From an optimization exercise on the open Yosys and OpenROAD flow, aimed at small area, a short achievable clock period and few clock cycles per item; shortcuts taken in it are not production practice.
Function was checked by simulation only, so behaviour that the tests miss may differ from the original.
Power is estimated from default activity; no workload was simulated.

==> flow/design.v (outline; a module is shown in full before it is edited, if it fits) <==
// module mdu36: 2920 lines
module mdu36 (
    input  wire        clk,
    input  wire        rst,
    input  wire        start,
    input  wire [3:0]  op,
    input  wire        ctm,
    input  wire [35:0] a,
    input  wire [35:0] b,
    input  wire [71:0] c,
    output wire        ready,
    output reg         done,
    output wire [35:0] result,
    output wire [35:0] result_hi,
    output reg         dz,
    output reg         ovf,
    output reg         trap
);
  // ...
==> flow/run.sh <==
#!/bin/bash
# synth_recipe.tcl (not shown) runs the flow's synth.tcl, then flattens the netlist and writes it again
# the make line also repeats each setting of config.mk as NAME=value (left out here)
make -C /OpenROAD-flow-scripts/flow DESIGN_CONFIG=/design/flow/config.mk WORK_HOME=/design/flow/orfs CLKGATE_MAP_FILE= SYNTH_SCRIPT=/design/flow/synth_recipe.tcl finish
==> flow/config.mk <==
export PLATFORM = sky130hd
export DESIGN_NAME = mdu36
export DESIGN_NICKNAME = mdu36
export VERILOG_FILES = /design/flow/design.v
export SDC_FILE = /design/flow/constraint.sdc
export NUM_CORES = 4
export LEC_CHECK = 0
export CAP_MARGIN = 20
export CORE_MARGIN = 2
export CORE_UTILIZATION = 40
export SETUP_SLACK_MARGIN = 4.5
export SLEW_MARGIN = 20
==> flow/constraint.sdc <==
create_clock -name core_clock -period 13.0 [get_ports {clk}]
set_input_delay 2.6000 -clock core_clock [delete_from_list [all_inputs] [get_ports {clk}]]
set_output_delay 2.6000 -clock core_clock [all_outputs]
set_load 0.01 [all_outputs]
==> results.ini, run 1 <==
[status]
outcome = complete, no violations

[cts]
cts_root_buffer = clkbuf_16
cts.htree.levels = 2
postCtsHoldBufs = 0
cts_sinks = 355

[global_route]
use_met3_pct = 10.4
grt_use_met2_pct = 60.1

[critical_path]
cp_slowest_cell = clkdlybuf4s50_1
r2r-start = sq_r$_DFFE_PP_
crit_path_start_kind = register
worstPathRequired_ns = 10.40

[detailed_routing]
drc = 0
antenna_left = 0
route.met3.wl_um = 36700

[place]
hpwl_um = 270000
pre_cts_ws_ns = 1.98
dpl_cell_area_um2 = 74300

[final_layout]
post-route-util_pct = 45.8
area_growth_syn_to_layout_pct = 13.6
final-clk-cell-share_pct = 2.13
final_area_um2 = 79600
fillCellCount = 17200

[sta]
slew_headroom_pct = 16.7
fmax_mhz = 117
hold_slack_ns = 0.507

[power]
leakage_nw = 32.9
intPower_mw = 10.5
p_sw_mw = 13.7
pg_clk_mw = 1.49
powerDensity_nw_per_um2 = 305

[synth]
synth-compound-area-share_pct = 24.6
synthTopCellsByCount = xnor2_1, inv_1, fa_1, a22oi_1, clkbuf_1
netlist_area_um2 = 70000
synth_xor_area_share_pct = 12.8

Testbench counts, summed over its fixed seeds: cycles 24,010, ops 16,000.
==> run 2: changes to the inputs <==
--- a/flow/design.v
+++ b/flow/design.v
@@ -2737,26 +2737,19 @@
     wire [71:0] f_c = (ps & pc) | (ps & pt) | (pc & pt);
     wire [71:0] psum = f_s + {f_c[70:0], 1'b0};
     wire        a_neg = in_signed & a[35];
     wire        b_neg = in_signed & b[35];
     wire [35:0] a_mag = a_neg ? (~a + 36'd1) : a;
     wire [35:0] b_mag = b_neg ? (~b + 36'd1) : b;
     wire        bzero = (b == 36'd0);
     wire        in_ovf = in_signed & (a == 36'h800000000) & (b == 36'hFFFFFFFFF);
-    function [5:0] lzc36(input [35:0] x);
-        integer i;
-        begin
-            lzc36 = 6'd36;
-            for (i = 0; i < 36; i = i + 1)
-                if (x[i]) lzc36 = 6'd35 - i;
-        end
-    endfunction
-    wire [5:0]  lza = lzc36(a ^ {36{a_neg}});
-    wire [5:0]  lzb = lzc36(b ^ {36{b_neg}});
+    wire [5:0]  lza, lzb;
+    mdu36_lzc u_lza (.x(a ^ {36{a_neg}}), .n(lza));
+    mdu36_lzc u_lzb (.x(b ^ {36{b_neg}}), .n(lzb));
     wire [6:0]  kd  = {1'b0, lzb} - {1'b0, lza} + {6'd0, a_neg};
     wire        kneg = kd[6];
     wire [41:0] b_sh3  = {{(42-39){1'b0}}, b_mag, 3'b000};
     wire [41:0] d_init = b_sh3 << {kd[5:2], 2'b00};
     wire [3:0]  dit    = {1'b0, kd[5:2]} + 4'd1;
     reg  [41:0] sqb;
     reg  [3:0]  sqit;
     always @(*) begin
@@ -2800,25 +2793,27 @@
             6'd36: begin sqb = 42'd0; sqit = 4'd0; end
             default: begin sqb = 42'd0; sqit = 4'd0; end
         endcase
     end
     wire [3:0]  it_init = in_sqrt ? sqit : ((bzero | kneg) ? 4'd0 : dit);
     reg  [35:0] dr;           
     reg  [41:0] dd;           
     reg  [41:0] dq;           
+    reg  [35:0] dz_q;         
     reg  [3:0]  itc;          
     reg  [3:0]  tcnt;         
     reg         ctm_r, negq_r, negr_r;
     wire [35:0] r0 = dr;
     wire [41:0] d0 = dd;
     wire [41:0] q0 = dq;
-    wire [41:0] s0_x1  = d0 | ({42{sq_r}} & q0);
-    wire [41:0] s0_x2a = {1'b0, d0[41:1]} | ({42{sq_r}} & {2'b00, q0[41:2]});
-    wire [41:0] s0_x2b = {1'b0, d0[41:1]} | ({42{sq_r}} & (q0 | {2'b00, q0[41:2]}));
+    wire [35:0] z0 = dz_q;
+    wire [41:0] s0_x1  = d0 | q0;
+    wire [41:0] s0_x2a = {1'b0, d0[41:1]} | {2'b00, q0[41:2]};
+    wire [41:0] s0_x2b = {1'b0, d0[41:1]} | q0 | {2'b00, q0[41:2]};
     wire        s0_o1  = |s0_x1[41:36];
     wire        s0_o2a = |s0_x2a[41:36];
     wire        s0_o2b = |s0_x2b[41:36];
     wire [36:0] s0_t1  = {1'b0, r0} - {1'b0, s0_x1[35:0]};
     wire [36:0] s0_t2a = {1'b0, r0} - {1'b0, s0_x2a[35:0]};
     wire [37:0] s0_ca = {2'b00, s0_x1[35:0]};
     wire [37:0] s0_cb = {2'b00, s0_x2b[35:0]};
     wire [37:0] s0_cc = ~{2'b00, r0};
@@ -2827,22 +2822,23 @@
     wire [37:0] s0_u   = s0_cs + {s0_cy[36:0], 1'b0};
     wire        s0_c1  = ~s0_o1 & ~s0_t1[36];
     wire        s0_c2a = ~s0_o2a & ~s0_t2a[36];
     wire        s0_c2b = ~s0_o1 & ~s0_o2b & s0_u[37];
     wire        s0_g2  = s0_c1 ? s0_c2b : s0_c2a;
     wire [35:0] r1 = s0_c1 ? (s0_c2b ? ~s0_u[35:0] : s0_t1[35:0])
                               : (s0_c2a ? s0_t2a[35:0] : r0);
     wire [41:0] d1 = {2'b00, d0[41:2]} |
-                      ({42{sq_r & s0_c1}} & {1'b0, q0[41:1]}) |
-                      ({42{sq_r & s0_g2}} & {2'b00, q0[41:2]});
-    wire [41:0] q1 = sq_r ? {4'b0000, q0[41:4]} : {q0[39:0], s0_c1, s0_g2};
-    wire [41:0] s1_x1  = d1 | ({42{sq_r}} & q1);
-    wire [41:0] s1_x2a = {1'b0, d1[41:1]} | ({42{sq_r}} & {2'b00, q1[41:2]});
-    wire [41:0] s1_x2b = {1'b0, d1[41:1]} | ({42{sq_r}} & (q1 | {2'b00, q1[41:2]}));
+                      ({42{s0_c1}} & {1'b0, q0[41:1]}) |
+                      ({42{s0_g2}} & {2'b00, q0[41:2]});
+    wire [41:0] q1 = {4'b0000, q0[41:4]};
+    wire [35:0] z1 = {z0[33:0], s0_c1, s0_g2};
+    wire [41:0] s1_x1  = d1 | q1;
+    wire [41:0] s1_x2a = {1'b0, d1[41:1]} | {2'b00, q1[41:2]};
+    wire [41:0] s1_x2b = {1'b0, d1[41:1]} | q1 | {2'b00, q1[41:2]};
     wire        s1_o1  = |s1_x1[41:36];
     wire        s1_o2a = |s1_x2a[41:36];
     wire        s1_o2b = |s1_x2b[41:36];
     wire [36:0] s1_t1  = {1'b0, r1} - {1'b0, s1_x1[35:0]};
     wire [36:0] s1_t2a = {1'b0, r1} - {1'b0, s1_x2a[35:0]};
     wire [37:0] s1_ca = {2'b00, s1_x1[35:0]};
     wire [37:0] s1_cb = {2'b00, s1_x2b[35:0]};
     wire [37:0] s1_cc = ~{2'b00, r1};
@@ -2851,29 +2847,32 @@
     wire [37:0] s1_u   = s1_cs + {s1_cy[36:0], 1'b0};
     wire        s1_c1  = ~s1_o1 & ~s1_t1[36];
     wire        s1_c2a = ~s1_o2a & ~s1_t2a[36];
     wire        s1_c2b = ~s1_o1 & ~s1_o2b & s1_u[37];
     wire        s1_g2  = s1_c1 ? s1_c2b : s1_c2a;
     wire [35:0] r2 = s1_c1 ? (s1_c2b ? ~s1_u[35:0] : s1_t1[35:0])
                               : (s1_c2a ? s1_t2a[35:0] : r1);
     wire [41:0] d2 = {2'b00, d1[41:2]} |
-                      ({42{sq_r & s1_c1}} & {1'b0, q1[41:1]}) |
-                      ({42{sq_r & s1_g2}} & {2'b00, q1[41:2]});
-    wire [41:0] q2 = sq_r ? {4'b0000, q1[41:4]} : {q1[39:0], s1_c1, s1_g2};
+                      ({42{s1_c1}} & {1'b0, q1[41:1]}) |
+                      ({42{s1_g2}} & {2'b00, q1[41:2]});
+    wire [41:0] q2 = {4'b0000, q1[41:4]};
+    wire [35:0] z2 = {z1[33:0], s1_c1, s1_g2};
     wire        running = busy & (itc != 4'd0);
     always @(posedge clk) begin
         if (acc & ~in_mul) begin
             dr <= a_mag;
             dd <= in_sqrt ? 42'd0 : d_init;
-            dq <= in_sqrt ? sqb : (bzero ? {{(42-36){1'b0}}, a_mag} : 42'd0);
+            dq <= in_sqrt ? sqb : 42'd0;
+            dz_q <= bzero ? a_mag : 36'd0;
         end else if (running) begin
             dr <= r2;
             dd <= d2;
             dq <= q2;
+            dz_q <= z2;
         end
     end
     always @(posedge clk) begin
         if (acc) begin
             mq_r   <= in_mulq;
             sat_r  <= in_mulq & (a == 36'h800000000) & (b == 36'h800000000);
             mul_r  <= in_mul;
             rem_r  <= in_rem;
@@ -2906,15 +2905,55 @@
                 tcnt <= tcnt - 4'd1;
                 if (ctm_r ? (tcnt == 4'd1) : (itc == 4'd1)) begin
                     busy <= 1'b0;
                     done <= 1'b1;
                 end
             end
         end
     end
-    wire [35:0] dsel   = rem_r ? dr : (sq_r ? dd[35:0] : dq[35:0]);
+    wire [35:0] dsel   = rem_r ? dr : (sq_r ? dd[35:0] : dz_q);
     wire        dneg   = rem_r ? negr_r : negq_r;
     wire [35:0] divres = dneg ? (~dsel + 36'd1) : dsel;
     wire [35:0] mqres  = sat_r ? 36'h7FFFFFFFF : psum[70:35];
     assign result    = mul_r ? (mq_r ? mqres : psum[35:0]) : divres;
     assign result_hi = psum[71:36];
 endmodule
+module mdu36_lzc (
+    input  wire [35:0] x,
+    output wire [5:0]  n
+);
+    wire [63:0] w = {x, 1'b1, 27'd0};
+    wire [31:0] v1;
+    wire [31:0] c1;
+    wire [15:0] v2;
+    wire [31:0] c2;
+    wire [7:0]  v3;
+    wire [23:0] c3;
+    wire [3:0]  v4;
+    wire [15:0] c4;
+    wire [1:0]  v5;
+    wire [9:0]  c5;
+    genvar i;
+    generate
+        for (i = 0; i < 32; i = i + 1) begin : g1
+            assign v1[i] = w[2*i+1] | w[2*i];
+            assign c1[i] = ~w[2*i+1];
+        end
+        for (i = 0; i < 16; i = i + 1) begin : g2
+            assign v2[i] = v1[2*i+1] | v1[2*i];
+            assign c2[2*i+1:2*i] = v1[2*i+1] ? {1'b0, c1[2*i+1]} : {1'b1, c1[2*i]};
+        end
+        for (i = 0; i < 8; i = i + 1) begin : g3
+            assign v3[i] = v2[2*i+1] | v2[2*i];
+            assign c3[3*i+2:3*i] = v2[2*i+1] ? {1'b0, c2[4*i+3:4*i+2]} : {1'b1, c2[4*i+1:4*i]};
+        end
+        for (i = 0; i < 4; i = i + 1) begin : g4
+            assign v4[i] = v3[2*i+1] | v3[2*i];
+            assign c4[4*i+3:4*i] = v3[2*i+1] ? {1'b0, c3[6*i+5:6*i+3]} : {1'b1, c3[6*i+2:6*i]};
+        end
+        for (i = 0; i < 2; i = i + 1) begin : g5
+            assign v5[i] = v4[2*i+1] | v4[2*i];
+            assign c5[5*i+4:5*i] = v4[2*i+1] ? {1'b0, c4[8*i+7:8*i+4]} : {1'b1, c4[8*i+3:8*i]};
+        end
+    endgenerate
+    assign n = v5[1] ? {1'b0, c5[9:5]} : {1'b1, c5[4:0]};
+endmodule
==> flow/config.mk (replaced) <==
export PLATFORM = sky130hd
export DESIGN_NAME = mdu36
export DESIGN_NICKNAME = mdu36
export VERILOG_FILES = /design/flow/design.v
export SDC_FILE = /design/flow/constraint.sdc
export NUM_CORES = 4
export LEC_CHECK = 0
export CAP_MARGIN = 20
export CORE_MARGIN = 2
export CORE_UTILIZATION = 40
export SETUP_SLACK_MARGIN = 5
export SLEW_MARGIN = 20
==> results.ini, run 2 <==
[status]
outcome = complete, no violations

[detailed_routing]
drt_iter0_markers = 7760
route.met3.wl_um = 36500  ; -0.63%
wl_um = 308000
highest_layer = met5
antenna_left = 0  ; unchanged
drc = 0  ; unchanged
wl_met2_um = 134000
wl_met1_um = 113000
vias = 63300
first_pass_iters = 6
via_per_inst = 6.32
post_drt_wl_per_cell_um = 30.8

[power]
swShare_pct = 56.3
p_sw_mw = 13.2  ; -4.0%
p_total_mw = 23.4
intPower_mw = 10.2  ; -3.1%
p_clk_share_pct = 5.7
peakVddDrop_uv = 364
leakage_nw = 31.0  ; -5.8%
powerDensity_nw_per_um2 = 316  ; +3.7%
comb_power_share_pct = 85.7
pwr-share-seq_pct = 8.6

[global_route]
antenna_found_initial = 23
grt_pass1_wl_um = 440000
grt_usage_pct = 35.4
grt_max_degree = 70
overflow = 0
grt_pass1_vias = 63000

[synth]
ys_ff_latch = 354
yosys_warnings = 1
netlist_area_um2 = 66500  ; -5.0%
synth_nets = 9171
yosysSeqAreaShare_pct = 12.7
yosysTopAreaCell = fa_1
syn_inst = 7807
synthFlopType = dfxtp_1
async_flop_share_pct = 0
synth_top_area_share_pct = 22.0
synthMostInstantiatedCell = xnor2_1
synth-edff-count = 134
synthTopCellsByCount = xnor2_1, inv_1, fa_1, a22oi_1, ha_1
avgSynthCellArea_um2 = 8.52
synth.distinct_cells = 105
synthTopCellsByArea = fa_1, xnor2_1, ha_1

[cts]
cts.htree.levels = 2  ; unchanged
clkLatencyLatePin_ns = 0.65
cts_sinks = 354  ; -0.28%
clock_path_buffers = 3
postCtsHoldBufs = 0  ; unchanged
cts_buffers = 46
clkTransAtPathRegs_ns = 0.07
cts_tree = done
cts_root_buffer = clkbuf_16

[critical_path]
worstSetupPathType = register to output port
end_kind = output port
crit_path_start_kind = register
arrival_ns = 5.35
worstPathRequired_ns = 10.40  ; about the same
cp_max_fo = 7

[place]
io_buffers = 228
hpwl_um = 221000  ; -18%
place_congestion = 1.02

[final_layout]
final_common_cell = xnor2_1
fillCellCount = 16200  ; -6.0%
drive_gt1_share_pct = 9.02
top_regs = pc: 72 flops, ps: 72 flops, pt: 70 flops
area_growth_syn_to_layout_pct = 11.3
num-nets-final = 9152
final_cell_mix = xnor2_1, inv_1, fa_1
post-route-util_pct = 44.9  ; -0.92 points

[floorplanning]
die_width_um = 412
die_area_um2 = 170000
ios = 229
die_y_um = 412
core-area_um2 = 165000
placementRows = 149
initial_core_util_pct = 40.3

[sta]
worstMarginPinSlew_ns = 1.17
hold_violations = 0
setup_viol = 0
fmax_mhz = 126  ; +7.2%
skew_ns = 0.0357
slew_viol_final = 0
rsz0062_at_grt = true
finalCriticalPeriod_ns = 7.95
fin_crit_sh_pct = 61.1
slew_headroom_pct = 21.8  ; +5.1 points
fin_setup_tns_ns = 0

[run]
cap_viol_max_count = 0

[hold_path]
hold_class = register to register

-- run 2: cell count changes in the layout (fill, tap and decap cells not counted), sizes merged, moves of 34 or more --
cell / change
a21o: -59
nand2b: -34
inv: +35
a22oi: -36
and2: -63
buf: -62
nor2: -50
a21oi: -60
-- run 2: logic make-up after synthesis --
family,Yosys count,synth area share [%]
compound gates,2247,22.6
xor+xnor,1040,13.7
fa+ha+maj,1212,31.1
buf+inv,1454,8.34
flops,354,12.7
mux,118,1.82
simple gates,1382,9.78
-- run 2: critical path: stages, from the launching register on --
cell             delay (ns)
dfxtp_1                0.32
fa_1                   0.55
ha_1                   0.49
a21oi_1                0.12
o21bai_1               0.35
nand4_1                0.20
a21oi_2                0.29
a31o_2                 0.19
a31o_2                 0.17
a21oi_4                0.12
o31ai_1                0.38
xor2_2                 0.34
nor2_1                 0.26
nor2_4                 0.32
clkdlybuf4s50_1        0.58
-- run 2: metal layers --
layer | global-route usage [%] | vias up
li1 | - | 26700
met1 | 44.1 | 31100
met2 | 54.6 | 4336
met3 | 8.69 | 1120
met4 | 23.0 | 16
met5 | 0 | -
-- run 2: metrics by stage --
| stage | area, um2 | setup WS (ns) | instances | hold WS, ns |
|---|---|---|---|---|
| 2_1_floorplan | 66500 | 5.47 | 7807 | 0.493 |
| 3_3_place_gp | 70600 | 2.61 | 9816 | 0.539 |
| 3_5_place_dp | 70600 | 2.57 | 9816 | 0.530 |
| 4_1_cts | 73200 | 4.98 | 9962 | 0.541 |
| 5_1_grt | 74000 | 4.89 | 10000 | 0.577 |
| 6_report | 74000 | 5.05 | 10000 | 0.546 |
-- run 2: power groups by stage --
stage	combinational (mW)	clock (mW)	sequential, mW
2_1_floorplan	10.6	0	1.93
3_3_place_gp	18.2	0	2.04
3_5_place_dp	18.3	0	2.05
4_1_cts	19.3	1.33	2.02
5_1_grt	21.2	1.36	2.05
6_report	20.0	1.32	2.02
-- run 2: final timing paths --
kind	start	endpoint	slack, ns	cells past startpoint
setup / recovery	ps[21]$_DFF_P_	result[17]	5.05	14
hold / removal	itc[3]$_SDFFE_PP0P_	itc[3]$_SDFFE_PP0P_	0.55	2
setup reg to reg	dq[14]$_DFFE_PP_	dr[35]$_DFFE_PP_	5.24	28
hold reg to reg	itc[3]$_SDFFE_PP0P_	itc[3]$_SDFFE_PP0P_	0.55	2
-- run 2: final cells by class --
class	instances	area [um2]	area share (%)
Multi-Input combinational cell	6001	53600	72.4
Sequential cell	354	8430	11.4
Timing Repair Buffer	521	4470	6.03
Inverter	862	3280	4.43
Tap cell	2189	2740	3.70
Clock buffer	54	1220	1.65
Clock inverter	31	263	0.355
Antenna cell	7	17.5	0.0237
Timing Repair inverter	2	15.0	0.0203
-- run 2: timing repair --
action / 4_1_cts / 5_1_grt
pin swaps: 21 / 17
endpoints found under the setup margin: 148 / 144
gates resized for setup: 147 / 123
gates cloned: 3 / 3
setup buffers: 58 / 49
Testbench counts of run 2, summed over its fixed seeds: cycles 24,010, ops 16,000.

## static timing again, ports no longer ideal
The results above use ideal ports. As a check the final layouts listed here were re-extracted and re-timed, cells and wires unchanged.
Step 1 assumes that a clkbuf_16 drives the clock port and a buf_2 every other input.
Step 2 moves the port delays by t, midway between the first and last clock arrival at a register: inputs arrive t later, outputs are due t later. That takes back most of the time a late clock gives input paths.
Slacks: ideal ports / drivers / drivers and shift; pairs: ideal ports / drivers.
| run | t (ns) | setup WS [ns] | hold WS [ns] | worst register clock-pin slew, ns | worst data-port slew with drivers (ns) |
|---|---|---|---|---|---|
| run 1 | 0.753 | 4.481 / 4.392 / 3.977 | 0.507 / 0.507 / 0.507 | 0.07 / 0.07 | 0.10 |
| run 2 | 0.718 | 5.052 / 4.964 / 4.443 | 0.546 / 0.546 / 0.546 | 0.07 / 0.07 | 0.22 |
After both steps every run listed still meets setup and hold. For run 2, which loses most, drivers alone change the setup slack by -0.088 ns; drivers and shift together by -0.609 ns.
